Context: an optimization exercise on an open-source flow, tuned for small area, a short achievable clock period and few clock cycles. The choices shown serve that exercise and are no tape-out recipe.
At most, simulation tests tie the RTL to the original design; equivalence was not proved.
No activity file was given, so power comes from the tool's default toggle rates.

## the reference run
## hive_div
module hive_div (
    input  wire        clk,
    input  wire        rst,
    input  wire        in_valid,
    output wire        in_ready,
    input  wire [1:0]  in_op,
    input  wire [31:0] in_a,
    input  wire [31:0] in_b,
    output reg         out_valid,
    output wire [31:0] out_result
);
For scale: roughly 1,600 cells after synthesis, ~100 I/O pins, about 0.011 mm2 of cells after synthesis.
==> module hive_div, before the edit <==
module hive_div (
    input  wire        clk,
    input  wire        rst,
    input  wire        in_valid,
    output wire        in_ready,
    input  wire [1:0]  in_op,
    input  wire [31:0] in_a,
    input  wire [31:0] in_b,
    output reg         out_valid,
    output wire [31:0] out_result
);
    reg        rdy;                  
    reg        p1, p2, it, fx;
    reg        sgn, is_mod, sa, sb;  
    reg        nsb, ee;              
    reg [31:0] R;                    
    reg [31:0] Q;                    
    reg [32:0] D;                    
    reg [4:0]  cnt;
    reg        last, one, dsh;       
    reg        inv_f, frc_f, cfx_f, xfx_f, fxw, dv_f;
    reg        cin, frc_x, xinv;     
    assign in_ready   = rdy;
    assign out_result = Q;
    function [5:0] msb;
        input [31:0] x;
        reg [15:0] v1; reg [15:0] p1_;
        reg [7:0]  v2; reg [15:0] p2_;
        reg [3:0]  v3; reg [11:0] p3_;
        reg [1:0]  v4; reg [7:0]  p4_;
        integer i;
        begin
            for (i = 0; i < 16; i = i + 1) begin
                v1[i]  = x[2*i+1] | x[2*i];
                p1_[i] = x[2*i+1];
            end
            for (i = 0; i < 8; i = i + 1) begin
                v2[i]        = v1[2*i+1] | v1[2*i];
                p2_[2*i+:2]  = v1[2*i+1] ? {1'b1, p1_[2*i+1]} : {1'b0, p1_[2*i]};
            end
            for (i = 0; i < 4; i = i + 1) begin
                v3[i]        = v2[2*i+1] | v2[2*i];
                p3_[3*i+:3]  = v2[2*i+1] ? {1'b1, p2_[4*i+2+:2]} : {1'b0, p2_[4*i+:2]};
            end
            for (i = 0; i < 2; i = i + 1) begin
                v4[i]        = v3[2*i+1] | v3[2*i];
                p4_[4*i+:4]  = v3[2*i+1] ? {1'b1, p3_[6*i+3+:3]} : {1'b0, p3_[6*i+:3]};
            end
            msb = {v4[1] | v4[0], v4[1] ? {1'b1, p4_[7:4]} : {1'b0, p4_[3:0]}};
        end
    endfunction
    wire        e      = sa && sb;
    wire        sdiff  = sa ^ sb;
    wire [31:0] ax     = ee ? {~R[30:0], 1'b1} : R;
    wire [5:0]  ma     = msb(ax);
    wire [5:0]  mb     = msb(~D[31:0]);
    wire [5:0]  nd     = {1'b0, ma[4:0]} - {1'b0, mb[4:0]};    
    wire        a_zero = (R == 32'd0) && !sa;
    wire        d_ones = (D[31:0] == 32'hFFFF_FFFF);          
    wire        b_zero = d_ones && !sb;
    wire        ovf    = d_ones && sb && (R == 32'h8000_0000);
    wire        spec   = b_zero || ovf;
    wire        zr     = spec || a_zero;
    wire        skip   = nd[5] || !ma[5] || zr;
    wire        addb   = sdiff && !zr;   
    wire [31:0] spec_q = is_mod ? 32'd0 :
                         ovf ? 32'h7FFF_FFFF :
                         !sgn ? 32'hFFFF_FFFF :
                         sa ? 32'h8000_0000 : 32'h7FFF_FFFF;
    wire        fill   = nsb;
    wire [32:0] s0     = D;
    wire [32:0] s1     = cnt[0] ? {s0[31:0], fill}        : s0;
    wire [32:0] s2     = cnt[1] ? {s1[30:0], {2{fill}}}   : s1;
    wire [32:0] s3     = cnt[2] ? {s2[28:0], {4{fill}}}   : s2;
    wire [32:0] s4     = cnt[3] ? {s3[24:0], {8{fill}}}   : s3;
    wire [32:0] Dsh    = cnt[4] ? {s4[16:0], {16{fill}}}  : s4;
    wire [32:0] Y      = D | {33{frc_x}};
    wire [32:0] ga     = {1'b0, R} & Y;
    wire [32:0] pa     = {1'b0, R} ^ Y;
    reg  [32:0] G, P;
    reg  [32:0] cy;                  
    integer     i, k;
    always @(*) begin
        G = ga; P = pa;
        G[0] = ga[0] | (pa[0] & cin);
        for (k = 1; k < 33; k = k * 2)
            for (i = 2 * k - 1; i < 33; i = i + 2 * k) begin
                G[i] = G[i] | (P[i] & G[i - k]);
                P[i] = P[i] & P[i - k];
            end
        for (k = 16; k >= 1; k = k / 2)
            for (i = 3 * k - 1; i < 33; i = i + 2 * k) begin
                G[i] = G[i] | (P[i] & G[i - k]);
                P[i] = P[i] & P[i - k];
            end
        cy = G;
    end
    wire        fits   = cy[32];
    wire [31:0] X      = (pa[31:0] ^ {cy[30:0], cin}) ^ {32{xinv}};
    always @(posedge clk) begin
        if (rst) begin
            rdy       <= 1'b1;
            p1        <= 1'b0;
            p2        <= 1'b0;
            it        <= 1'b0;
            fx        <= 1'b0;
            out_valid <= 1'b0;
        end else begin
            out_valid <= fx;
            if (rdy) begin
                fx  <= 1'b0;
                if (in_valid) begin
                    rdy <= 1'b0;
                    p1  <= 1'b1;
                end
            end
            if (p1) begin
                p1 <= 1'b0;
                if (skip) begin
                    fx  <= 1'b1;
                    rdy <= 1'b1;
                end else begin
                    p2  <= 1'b1;
                end
            end
            if (p2) begin
                p2 <= 1'b0;
                it <= 1'b1;
            end
            if ((p2 && last || it && one) && dv_f) begin
                fx  <= 1'b1;
                rdy <= 1'b1;
            end
            if (it && last) begin
                it  <= 1'b0;
                if (!dv_f) begin
                    fx  <= 1'b1;
                    rdy <= 1'b1;
                end
            end
        end
        if (p2 || (it && fits))
            R <= X;
        if (rdy) begin
            R       <= in_a ^ {32{!in_op[0] && in_a[31] && !in_b[31]}};
            D       <= {1'b1, in_b ^ {32{!(!in_op[0] && in_b[31])}}};
            sgn     <= !in_op[0];
            is_mod  <= in_op[1];
            sa      <= !in_op[0] && in_a[31];
            sb      <= !in_op[0] && in_b[31];
            nsb     <= !(!in_op[0] && in_b[31]);
            ee      <= !in_op[0] && in_a[31] && in_b[31];
        end
        if (p2)
            D <= Dsh;
        if (dsh)
            D <= {D[32], D[32:1]};
        if (p1)
            Q <= spec ? spec_q : {32{addb}};
        if (it)
            Q <= {Q[30:0], fits ^ inv_f};
        if (fx && fxw)
            Q <= X;
        if (p1) begin
            cnt   <= nd[4:0];
            last  <= (nd[4:0] == 5'd0);
            one   <= (nd[4:0] == 5'd1);
            inv_f <= sdiff;
            frc_f <= is_mod && (sa == sb);
            cfx_f <= !(sa && sb);
            xfx_f <= sa;
            fxw   <= is_mod && !spec;
            dv_f  <= !is_mod;
            frc_x <= !skip || !addb;
            cin   <= skip ? (!addb || sa) : !sb;
            xinv  <= skip ? (addb && sa) : e;
        end
        dsh <= !rst && (p2 ? !last : (it && !last && !one));
        if (p2) begin
            frc_x <= 1'b0;
            xinv  <= 1'b0;
        end
        if (it) begin
            if (!last) begin
                cnt  <= cnt - 5'd1;
                last <= one;
                one  <= (cnt == 5'd2);
            end
            else begin
                frc_x <= frc_f;
                cin   <= cfx_f;
                xinv  <= xfx_f;
            end
        end
    end
endmodule
==> flow/config.mk <==
export PLATFORM = sky130hd
export DESIGN_NAME = hive_div
export DESIGN_NICKNAME = hive_div
export VERILOG_FILES = /design/flow/design.v
export SDC_FILE = /design/flow/constraint.sdc
export NUM_CORES = 4
export LEC_CHECK = 0
export ABC_AREA = 1
export CAP_MARGIN = 20
export CORE_MARGIN = 2
export CORE_UTILIZATION = 40
export PLACE_DENSITY = 0.6
export SLEW_MARGIN = 20
==> flow/constraint.sdc <==
create_clock -name core_clock -period 10.0 [get_ports {clk}]
set_input_delay 2.0000 -clock core_clock [delete_from_list [all_inputs] [get_ports {clk}]]
set_output_delay 2.0000 -clock core_clock [all_outputs]
set_load 0.01 [all_outputs]
standard.sh (not shown) runs the stock make flow with config.mk's settings and CLKGATE_MAP_FILE= SYNTH_SCRIPT=/design/flow/synth_recipe.tcl, a recipe that flattens the netlist after the stock synthesis.
==> flow/flow/run.sh <==
#!/bin/bash
# The standard layout, with timing repair aimed at a shorter period than the
# clock's: repair_timing treats any path with less than 7 ns of slack at the
# 10 ns clock as failing. Constraints and clock are the design's own.
set -euo pipefail
bash standard.sh finish SETUP_SLACK_MARGIN=7 > flow_make.log 2>&1
The following lists how the trial run was set up differently from the reference run:
--- a/flow/design.v
+++ b/flow/design.v
@@ -15,13 +15,13 @@
     reg        nsb, ee;              
     reg [31:0] R;                    
     reg [31:0] Q;                    
     reg [32:0] D;                    
     reg [4:0]  cnt;
     reg        last, one, dsh;       
-    reg        inv_f, frc_f, cfx_f, xfx_f, fxw, dv_f;
+    reg        fxw;                  
     reg        cin, frc_x, xinv;     
     assign in_ready   = rdy;
     assign out_result = Q;
     function [5:0] msb;
         input [31:0] x;
         reg [15:0] v1; reg [15:0] p1_;
@@ -72,34 +72,15 @@
     wire [32:0] s1     = cnt[0] ? {s0[31:0], fill}        : s0;
     wire [32:0] s2     = cnt[1] ? {s1[30:0], {2{fill}}}   : s1;
     wire [32:0] s3     = cnt[2] ? {s2[28:0], {4{fill}}}   : s2;
     wire [32:0] s4     = cnt[3] ? {s3[24:0], {8{fill}}}   : s3;
     wire [32:0] Dsh    = cnt[4] ? {s4[16:0], {16{fill}}}  : s4;
     wire [32:0] Y      = D | {33{frc_x}};
-    wire [32:0] ga     = {1'b0, R} & Y;
-    wire [32:0] pa     = {1'b0, R} ^ Y;
-    reg  [32:0] G, P;
-    reg  [32:0] cy;                  
-    integer     i, k;
-    always @(*) begin
-        G = ga; P = pa;
-        G[0] = ga[0] | (pa[0] & cin);
-        for (k = 1; k < 33; k = k * 2)
-            for (i = 2 * k - 1; i < 33; i = i + 2 * k) begin
-                G[i] = G[i] | (P[i] & G[i - k]);
-                P[i] = P[i] & P[i - k];
-            end
-        for (k = 16; k >= 1; k = k / 2)
-            for (i = 3 * k - 1; i < 33; i = i + 2 * k) begin
-                G[i] = G[i] | (P[i] & G[i - k]);
-                P[i] = P[i] & P[i - k];
-            end
-        cy = G;
-    end
-    wire        fits   = cy[32];
-    wire [31:0] X      = (pa[31:0] ^ {cy[30:0], cin}) ^ {32{xinv}};
+    wire [34:0] sum_c  = {2'b00, R, 1'b1} + {1'b0, Y, cin};    
+    wire        fits   = sum_c[34];
+    wire [31:0] X      = sum_c[32:1] ^ {32{xinv}};
     always @(posedge clk) begin
         if (rst) begin
             rdy       <= 1'b1;
             p1        <= 1'b0;
             p2        <= 1'b0;
             it        <= 1'b0;
@@ -124,19 +105,19 @@
                 end
             end
             if (p2) begin
                 p2 <= 1'b0;
                 it <= 1'b1;
             end
-            if ((p2 && last || it && one) && dv_f) begin
+            if ((p2 && cnt == 5'd0 || it && one) && !is_mod) begin
                 fx  <= 1'b1;
                 rdy <= 1'b1;
             end
             if (it && last) begin
                 it  <= 1'b0;
-                if (!dv_f) begin
+                if (is_mod) begin
                     fx  <= 1'b1;
                     rdy <= 1'b1;
                 end
             end
         end
         if (p2 || (it && fits))
@@ -155,42 +136,37 @@
             D <= Dsh;
         if (dsh)
             D <= {D[32], D[32:1]};
         if (p1)
             Q <= spec ? spec_q : {32{addb}};
         if (it)
-            Q <= {Q[30:0], fits ^ inv_f};
+            Q <= {Q[30:0], fits ^ sdiff};
         if (fx && fxw)
             Q <= X;
         if (p1) begin
             cnt   <= nd[4:0];
-            last  <= (nd[4:0] == 5'd0);
-            one   <= (nd[4:0] == 5'd1);
-            inv_f <= sdiff;
-            frc_f <= is_mod && (sa == sb);
-            cfx_f <= !(sa && sb);
-            xfx_f <= sa;
             fxw   <= is_mod && !spec;
-            dv_f  <= !is_mod;
             frc_x <= !skip || !addb;
             cin   <= skip ? (!addb || sa) : !sb;
             xinv  <= skip ? (addb && sa) : e;
         end
-        dsh <= !rst && (p2 ? !last : (it && !last && !one));
+        dsh <= !rst && (p2 ? (cnt != 5'd0) : (it && !last && !one));
         if (p2) begin
+            last  <= (cnt == 5'd0);
+            one   <= (cnt == 5'd1);
             frc_x <= 1'b0;
             xinv  <= 1'b0;
         end
         if (it) begin
             if (!last) begin
                 cnt  <= cnt - 5'd1;
                 last <= one;
                 one  <= (cnt == 5'd2);
             end
             else begin
-                frc_x <= frc_f;
-                cin   <= cfx_f;
-                xinv  <= xfx_f;
+                frc_x <= is_mod && (sa == sb);
+                cin   <= !e;
+                xinv  <= sa;
             end
         end
     end
 endmodule
--- outcome ---
- From the reference run to the trial run the numbers moved as follows: residual DRC count essentially unchanged; placeable core area increased about 0.55%.
- On final clock period utilization by the worst path, the higher figure sits with the reference run, not the trial run.
- The flow did not stop early for the trial run: all stages ran, and the layout cleared the timing, DRC and antenna checks.
- [compare] base=the reference run new=the trial run: effective utilization at floorplan moved up; area fraction in compound gates after synthesis moved up; power share of the clock group moved up.
- On multi-input gate share of the layout cell area: the trial run sits above the reference run.
No run of this note included a check of the RTL's function; only the layout flow was run.


The RTL this note starts from:
==> flow/design.v <==
module hive_div (
    input  wire        clk,
    input  wire        rst,
    input  wire        in_valid,
    output wire        in_ready,
    input  wire [1:0]  in_op,
    input  wire [31:0] in_a,
    input  wire [31:0] in_b,
    output reg         out_valid,
    output wire [31:0] out_result
);
    reg        rdy;                  
    reg        p1, p2, it, fx;
    reg        sgn, is_mod, sa, sb;  
    reg [31:0] R;                    
    reg [31:0] Q;                    
    reg [32:0] D;                    
    reg [4:0]  cnt;
    reg        inv_f, frc_f, cfx_f, xfx_f, fxw;
    reg        cin, frc_x, xinv;     
    assign in_ready   = rdy;
    assign out_result = Q;
    function [5:0] msb;
        input [31:0] x;
        reg [15:0] v1; reg [15:0] p1_;
        reg [7:0]  v2; reg [15:0] p2_;
        reg [3:0]  v3; reg [11:0] p3_;
        reg [1:0]  v4; reg [7:0]  p4_;
        integer i;
        begin
            for (i = 0; i < 16; i = i + 1) begin
                v1[i]  = x[2*i+1] | x[2*i];
                p1_[i] = x[2*i+1];
            end
            for (i = 0; i < 8; i = i + 1) begin
                v2[i]        = v1[2*i+1] | v1[2*i];
                p2_[2*i+:2]  = v1[2*i+1] ? {1'b1, p1_[2*i+1]} : {1'b0, p1_[2*i]};
            end
            for (i = 0; i < 4; i = i + 1) begin
                v3[i]        = v2[2*i+1] | v2[2*i];
                p3_[3*i+:3]  = v2[2*i+1] ? {1'b1, p2_[4*i+2+:2]} : {1'b0, p2_[4*i+:2]};
            end
            for (i = 0; i < 2; i = i + 1) begin
                v4[i]        = v3[2*i+1] | v3[2*i];
                p4_[4*i+:4]  = v3[2*i+1] ? {1'b1, p3_[6*i+3+:3]} : {1'b0, p3_[6*i+:3]};
            end
            msb = {v4[1] | v4[0], v4[1] ? {1'b1, p4_[7:4]} : {1'b0, p4_[3:0]}};
        end
    endfunction
    wire [31:0] a      = R;
    wire [31:0] b      = D[31:0];
    wire [31:0] bx     = b ^ {32{sb}};
    wire        e      = sa && sb;
    wire        sdiff  = sa ^ sb;
    wire [5:0]  ma     = msb(a ^ {32{sa}});
    wire [5:0]  mb     = msb(bx);
    wire [6:0]  la     = (ma[5] ? {2'b00, ma[4:0]} + 7'd1 : 7'd0) + {6'd0, e};
    wire [6:0]  lb     = {2'b00, mb[4:0]} + 7'd1;
    wire [6:0]  nd     = la - lb;
    wire        a_zero = (a == 32'd0);
    wire        b_zero = (b == 32'd0);
    wire        ovf    = sgn && (a == 32'h8000_0000) && (b == 32'hFFFF_FFFF);
    wire        spec   = b_zero || ovf;
    wire        zr     = spec || a_zero;
    wire        skip   = nd[6] || zr;
    wire        addb   = sdiff && !zr;   
    wire [31:0] spec_q = is_mod ? 32'd0 :
                         ovf ? 32'h7FFF_FFFF :
                         !sgn ? 32'hFFFF_FFFF :
                         a[31] ? 32'h8000_0000 : 32'h7FFF_FFFF;
    wire        fill   = !sb;
    wire [32:0] s0     = {1'b1, ~bx};
    wire [32:0] s1     = cnt[0] ? {s0[31:0], fill}        : s0;
    wire [32:0] s2     = cnt[1] ? {s1[30:0], {2{fill}}}   : s1;
    wire [32:0] s3     = cnt[2] ? {s2[28:0], {4{fill}}}   : s2;
    wire [32:0] s4     = cnt[3] ? {s3[24:0], {8{fill}}}   : s3;
    wire [32:0] Dsh    = cnt[4] ? {s4[16:0], {16{fill}}}  : s4;
    wire [32:0] Y      = D | {33{frc_x}};
    wire [34:0] sum_c  = {2'b00, R, 1'b1} + {1'b0, Y, cin};    
    wire        fits   = sum_c[34];
    wire [31:0] X      = sum_c[32:1] ^ {32{xinv}};
    wire        last   = (cnt == 5'd0);
    always @(posedge clk) begin
        if (rst) begin
            rdy       <= 1'b1;
            p1        <= 1'b0;
            p2        <= 1'b0;
            it        <= 1'b0;
            fx        <= 1'b0;
            out_valid <= 1'b0;
        end else begin
            out_valid <= fx;
            if (rdy) begin
                fx  <= 1'b0;
                if (in_valid) begin
                    rdy <= 1'b0;
                    p1  <= 1'b1;
                end
            end
            if (p1) begin
                p1 <= 1'b0;
                if (skip) begin
                    fx  <= 1'b1;
                    rdy <= 1'b1;
                end else begin
                    p2  <= 1'b1;
                end
            end
            if (p2) begin
                p2 <= 1'b0;
                it <= 1'b1;
            end
            if (it && last) begin
                it  <= 1'b0;
                fx  <= 1'b1;
                rdy <= 1'b1;
            end
        end
        if (rdy) begin
            R       <= in_a;
            D[31:0] <= in_b;
            sgn     <= !in_op[0];
            is_mod  <= in_op[1];
            sa      <= !in_op[0] && in_a[31];
            sb      <= !in_op[0] && in_b[31];
        end
        if (p2 || (it && fits))
            R <= X;
        if (p2)
            D <= Dsh;
        if (it && !last)
            D <= {D[32], D[32:1]};
        if (p1)
            Q <= spec ? spec_q : {32{addb}};
        if (it)
            Q <= {Q[30:0], fits ^ inv_f};
        if (fx && fxw)
            Q <= X;
        if (p1) begin
            cnt   <= nd[4:0];
            inv_f <= sdiff;
            frc_f <= is_mod && (sa == sb);
            cfx_f <= !e;
            xfx_f <= sa;
            fxw   <= is_mod && !spec;
            frc_x <= !skip || !addb;
            cin   <= skip ? !addb : !sb;
            xinv  <= !skip && sa;
        end
        if (p2) begin
            frc_x <= 1'b0;
            xinv  <= 1'b0;
        end
        if (it) begin
            if (!last)
                cnt <= cnt - 5'd1;
            else begin
                frc_x <= frc_f;
                cin   <= cfx_f;
                xinv  <= xfx_f;
            end
        end
    end
endmodule
==> flow/config.mk <==
export PLATFORM = sky130hd
export DESIGN_NAME = hive_div
export DESIGN_NICKNAME = hive_div
export VERILOG_FILES = /design/flow/design.v
export SDC_FILE = /design/flow/constraint.sdc
export NUM_CORES = 4
export LEC_CHECK = 0
export CAP_MARGIN = 20
export CORE_MARGIN = 2
export CORE_UTILIZATION = 40
export PLACE_DENSITY = 0.6
export SETUP_SLACK_MARGIN = 5
export SLEW_MARGIN = 20
==> flow/constraint.sdc <==
create_clock -name core_clock -period 10.0 [get_ports {clk}]
set_input_delay 2.0000 -clock core_clock [delete_from_list [all_inputs] [get_ports {clk}]]
set_output_delay 2.0000 -clock core_clock [all_outputs]
set_load 0.01 [all_outputs]
run.sh (not shown) runs the stock make flow with config.mk's settings and CLKGATE_MAP_FILE= SYNTH_SCRIPT=/design/flow/synth_recipe.tcl, a recipe that flattens the netlist after the stock synthesis.
Stock flow here: none of the scripts above is used.
Testbench counts at the start, summed over its fixed seeds: cycles 72,373.
Then changed:
--- a/flow/design.v
+++ b/flow/design.v
@@ -9,12 +9,13 @@
     output reg         out_valid,
     output wire [31:0] out_result
 );
     reg        rdy;                  
     reg        p1, p2, it, fx;
     reg        sgn, is_mod, sa, sb;  
+    reg        sax, sbx, nsb, ee;    
     reg [31:0] R;                    
     reg [31:0] Q;                    
     reg [32:0] D;                    
     reg [4:0]  cnt;
     reg        inv_f, frc_f, cfx_f, xfx_f, fxw;
     reg        cin, frc_x, xinv;     
@@ -46,32 +47,30 @@
             end
             msb = {v4[1] | v4[0], v4[1] ? {1'b1, p4_[7:4]} : {1'b0, p4_[3:0]}};
         end
     endfunction
     wire [31:0] a      = R;
     wire [31:0] b      = D[31:0];
-    wire [31:0] bx     = b ^ {32{sb}};
-    wire        e      = sa && sb;
+    wire [31:0] bx     = b ^ {32{sbx}};
     wire        sdiff  = sa ^ sb;
-    wire [5:0]  ma     = msb(a ^ {32{sa}});
+    wire [31:0] ax     = ee ? {~a[30:0], 1'b1} : (a ^ {32{sax}});
+    wire [5:0]  ma     = msb(ax);
     wire [5:0]  mb     = msb(bx);
-    wire [6:0]  la     = (ma[5] ? {2'b00, ma[4:0]} + 7'd1 : 7'd0) + {6'd0, e};
-    wire [6:0]  lb     = {2'b00, mb[4:0]} + 7'd1;
-    wire [6:0]  nd     = la - lb;
+    wire [5:0]  nd     = {1'b0, ma[4:0]} - {1'b0, mb[4:0]};    
     wire        a_zero = (a == 32'd0);
     wire        b_zero = (b == 32'd0);
     wire        ovf    = sgn && (a == 32'h8000_0000) && (b == 32'hFFFF_FFFF);
     wire        spec   = b_zero || ovf;
     wire        zr     = spec || a_zero;
-    wire        skip   = nd[6] || zr;
+    wire        skip   = nd[5] || !ma[5] || zr;
     wire        addb   = sdiff && !zr;   
     wire [31:0] spec_q = is_mod ? 32'd0 :
                          ovf ? 32'h7FFF_FFFF :
                          !sgn ? 32'hFFFF_FFFF :
                          a[31] ? 32'h8000_0000 : 32'h7FFF_FFFF;
-    wire        fill   = !sb;
+    wire        fill   = nsb;
     wire [32:0] s0     = {1'b1, ~bx};
     wire [32:0] s1     = cnt[0] ? {s0[31:0], fill}        : s0;
     wire [32:0] s2     = cnt[1] ? {s1[30:0], {2{fill}}}   : s1;
     wire [32:0] s3     = cnt[2] ? {s2[28:0], {4{fill}}}   : s2;
     wire [32:0] s4     = cnt[3] ? {s3[24:0], {8{fill}}}   : s3;
     wire [32:0] Dsh    = cnt[4] ? {s4[16:0], {16{fill}}}  : s4;
@@ -120,12 +119,16 @@
             R       <= in_a;
             D[31:0] <= in_b;
             sgn     <= !in_op[0];
             is_mod  <= in_op[1];
             sa      <= !in_op[0] && in_a[31];
             sb      <= !in_op[0] && in_b[31];
+            sax     <= !in_op[0] && in_a[31];
+            sbx     <= !in_op[0] && in_b[31];
+            nsb     <= !(!in_op[0] && in_b[31]);
+            ee      <= !in_op[0] && in_a[31] && in_b[31];
         end
         if (p2 || (it && fits))
             R <= X;
         if (p2)
             D <= Dsh;
         if (it && !last)
@@ -137,13 +140,13 @@
         if (fx && fxw)
             Q <= X;
         if (p1) begin
             cnt   <= nd[4:0];
             inv_f <= sdiff;
             frc_f <= is_mod && (sa == sb);
-            cfx_f <= !e;
+            cfx_f <= !(sa && sb);
             xfx_f <= sa;
             fxw   <= is_mod && !spec;
             frc_x <= !skip || !addb;
             cin   <= skip ? !addb : !sb;
             xinv  <= !skip && sa;
         end
Effect:
- The changed run completed with no timing, DRC or antenna violations
- wire length increases by 17%
- final area rose by about 3.5%
- global-route usage rises by 2.9 points
- synthesized cell count went up by about 5%
- non-clock buffer count came out lower by 1
- setup slack gains 0.076 ns
- maximum frequency is higher by about 1.6%
- power goes up by about 20%
- via count came out higher by 7.5%
- core utilization drops by 0.16 points
- critical path depth drops by 1
Testbench counts after the change, summed over its fixed seeds: cycles 72,373.

[afterwards: timing with drivers on the ports]
The results above use ideal ports. As a check the final layouts listed here were re-extracted and re-timed, cells and wires unchanged.
Step 1 assumes that a clkbuf_16 drives the clock port and a buf_2 every other input.
Step 2, shift: input delay + t, output delay - t, t = (earliest + latest rising clock arrival at the registers) / 2. This alone moves slack from input paths to output paths.
a / b / c = ideal / step 1 / step 2; a / b = the first two.
run	shift t [ns]	slack for setup (ns)	slew at the worst register clock pin (ns)	worst data-port slew with drivers (ns)	pins driven straight from the clock port
the reference run	0.481	6.711 / 6.711 / 6.546	0.07 / 0.07	0.04	1
the trial run	0.487	6.967 / 6.937 / 6.575	0.07 / 0.07	0.04	1
the first run of note 2	0.482	5.339 / 5.339 / 5.339	0.07 / 0.07	0.04	1
the second run of note 2	0.487	5.415 / 5.415 / 5.415	0.07 / 0.07	0.05	1
After both steps every run listed still meets setup and hold. The setup slack of the trial run, which loses most, moves by -0.030 ns with the drivers and by -0.392 ns with both steps.
